What follows belongs to an exercise in optimizing a design on an open flow for small area, a short achievable clock period and few clock cycles; a production flow would make more cautious choices. The RTL was checked by simulation tests, not by an equivalence proof against the original design. Power is estimated from default activity; no workload was simulated.

==> flow/design.v (excerpt) <==
module qsc_decoder (
    input  wire        clk,
    input  wire        rst,
    input  wire        cmd_valid,
    output wire        cmd_ready,
    input  wire [5:0]  cmd_width_m1,
    input  wire [5:0]  cmd_lines_m1,
    input  wire        cmd_hist_reset,
    input  wire [14:0] cmd_nbytes,
    input  wire [7:0]  cmd_fill,
    input  wire        in_valid,
    output wire        in_ready,
    input  wire [7:0]  in_data,
    output wire        out_valid,
    input  wire        out_ready,
    output wire [7:0]  out_pix,
    output wire        done,
    output wire [2:0]  status
);
Size: about 1100 flip-flops, about 64 I/O pins.
Settings: LEC_CHECK=0, CAP_MARGIN=0, CORE_MARGIN=2, CORE_UTILIZATION=40, CTS_CLUSTER_DIAMETER=80, CTS_CLUSTER_SIZE=24, SETUP_SLACK_MARGIN=5, SLEW_MARGIN=0; clock period 12.0 ns.
run.sh (not shown) runs the stock make flow with config.mk's settings and CLKGATE_MAP_FILE= SYNTH_SCRIPT=/design/flow/synth_recipe.tcl, a recipe that flattens the netlist after the stock synthesis.
The first run went through all stages and came out clean.
Testbench counts at the start, summed over its fixed seeds: cycles 146,447.
==> next run, changes <==
==> flow/flow/run.sh (new file) <==
#!/bin/bash
set -euo pipefail
sed -E 's/SETUP_SLACK_MARGIN=[-0-9.]+/SETUP_SLACK_MARGIN=6.5/' standard.sh > standard_margin.sh
grep -q 'SETUP_SLACK_MARGIN=6.5' standard_margin.sh
bash standard_margin.sh > standard.log 2>&1
==> flow/standard.sh (new file) <==
#!/bin/bash
# synth_recipe.tcl (not shown) runs the flow's synth.tcl, then flattens the netlist and writes it again
# the make line also repeats each setting of config.mk as NAME=value (left out here)
make -C /OpenROAD-flow-scripts/flow DESIGN_CONFIG=/design/flow/config.mk WORK_HOME=/design/flow/orfs CLKGATE_MAP_FILE= SYNTH_SCRIPT=/design/flow/synth_recipe.tcl "${@:-finish}"
Settings changed: CAP_MARGIN 0 to 20, SLEW_MARGIN 0 to 20.
removed: flow/run.sh
What happened: Worst hold slack is worse by 0.019 ns. Utilization climbs by 4.3 points. Routed wire length climbs by 5.1%. Cell area grows by 9.7%. Register-to-register slack improved by 0.36 ns. Flip-flop and latch count is unchanged. Global-route usage climbs by 0.94 points. Total power rises by 12%. Critical path depth climbs by 2.
==> next run, changes <==
==> flow/run.sh (new file) <==
#!/bin/bash
# synth_recipe.tcl (not shown) runs the flow's synth.tcl, then flattens the netlist and writes it again
# the make line also repeats each setting of config.mk as NAME=value (left out here)
make -C /OpenROAD-flow-scripts/flow DESIGN_CONFIG=/design/flow/config.mk WORK_HOME=/design/flow/orfs CLKGATE_MAP_FILE= SYNTH_SCRIPT=/design/flow/synth_recipe.tcl finish
Settings changed: CTS_CLUSTER_DIAMETER 80 to 70, CTS_CLUSTER_SIZE 24 to 32.
removed: flow/flow/run.sh
removed: flow/standard.sh
What happened: Worst setup slack degrades by 0.30 ns. Sequential power is about the same. Critical path depth fell by 5. First-iteration DRC count drops by a few percent. Via count shrinks by a few percent. Non-clock buffer count fell by 222. Clock skew decreases by 0.033 ns. Routed wire length falls by a few percent. Power fell by a few percent. Sequential cell count is unchanged.
==> next run, changes <==
Settings changed: CTS_BUF_LIST set to sky130_fd_sc_hd__clkbuf_8 sky130_fd_sc_hd__clkbuf_16, CTS_CLUSTER_DIAMETER 70 to 60, CTS_CLUSTER_SIZE 32 to 30.
Global-route usage climbs by 0.10 points. Fmax drops by 0.75%. Worst setup slack got worse by 0.051 ns.
==> next run, changes <==
Settings changed: CTS_BUF_LIST sky130_fd_sc_hd__clkbuf_8 sky130_fd_sc_hd__clkbuf_16 to unset, CTS_CLUSTER_DIAMETER 60 to 80, CTS_CLUSTER_SIZE 30 to 24, TNS_END_PERCENT set to 30.
Outcome: The changed run went through all stages and came out clean; area after synthesis stays the same; die area does not change; routed wire length decreases slightly; total power came out lower by roughly a tenth; first-iteration DRC count fell slightly; final area drops by a few percent; flip-flop and latch count stays the same; clock power goes down by a quarter to a third; global-route usage is lower by 0.33 points; count of clock-buffer cells in the layout is lower by 26.
==> next run, changes <==
Settings changed: CAP_MARGIN 20 to 10, SLEW_MARGIN 20 to 10, TNS_END_PERCENT 30 to unset.
The changed run went through all stages and came out clean; sequential share of layout area hardly moves; worst hold slack barely changes; core utilization is about the same; register-to-register slack barely changes; die area does not change; clock power hardly moves; final area barely changes; global-route usage stays the same; setup slack got worse by 0.014 ns.

========
Starting RTL as in the previous note.
clock: 12.0 ns
lec_check: 0
cap_margin: 20
core_margin: 2
core_utilization: 40
cts_cluster_diameter: 80
cts_cluster_size: 24
setup_slack_margin: 5
slew_margin: 20
Stock flow here: none of the scripts above is used.
Testbench counts at the start, summed over its fixed seeds: cycles 146,447.
Next try:
--- a/flow/config.mk
+++ b/flow/config.mk
@@ -14 +14,2 @@
 export SLEW_MARGIN = 20
+export TNS_END_PERCENT = 5
The new run passed the timing, design-rule and antenna checks.
Worst setup slack degrades by 0.064 ns.
Cell count hardly moves.
Core utilization is lower by 0.18 points.
Routed wire length drops slightly.
Worst hold slack is about the same.

## port drivers added, routing unchanged
The flow's constraints put no driver on any port. The routed layouts listed below were extracted and timed again, unchanged, in two steps.
Step 1 sets driving cells, clkbuf_16 on the clock port and buf_2 on the other inputs (assumed; they add their load-dependent delay and slew).
Step 2 also shifts input and output timing later by t, the mid clock arrival at the registers, as if the neighbouring blocks saw the same clock.
Slacks: ideal / step 1 / step 2; pairs: ideal / step 1.
run	t, ns	setup WS [ns]	worst hold slack (ns)
the first run of note 1	0.764	5.220 / 5.220 / 5.220	0.397 / 0.397 / 0.397
the second run of note 1	0.770	5.575 / 5.575 / 5.530	0.378 / 0.378 / 0.378
the third run of note 1	0.780	5.276 / 5.276 / 5.276	0.395 / 0.395 / 0.395
the fourth run of note 1	0.787	5.225 / 5.225 / 5.225	0.392 / 0.392 / 0.392
the fifth run of note 1	0.762	5.234 / 5.234 / 5.222	0.395 / 0.395 / 0.395
the sixth run of note 1	0.764	5.220 / 5.220 / 5.220	0.397 / 0.397 / 0.397
the first run of note 2	0.762	5.254 / 5.254 / 5.254	0.396 / 0.396 / 0.396
the second run of note 2	0.762	5.190 / 5.190 / 5.190	0.397 / 0.397 / 0.397
After both steps every run listed still meets setup and hold. The setup slack of the second run of note 1, which loses most, moves by 0.000 ns with the drivers and by -0.045 ns with both steps.
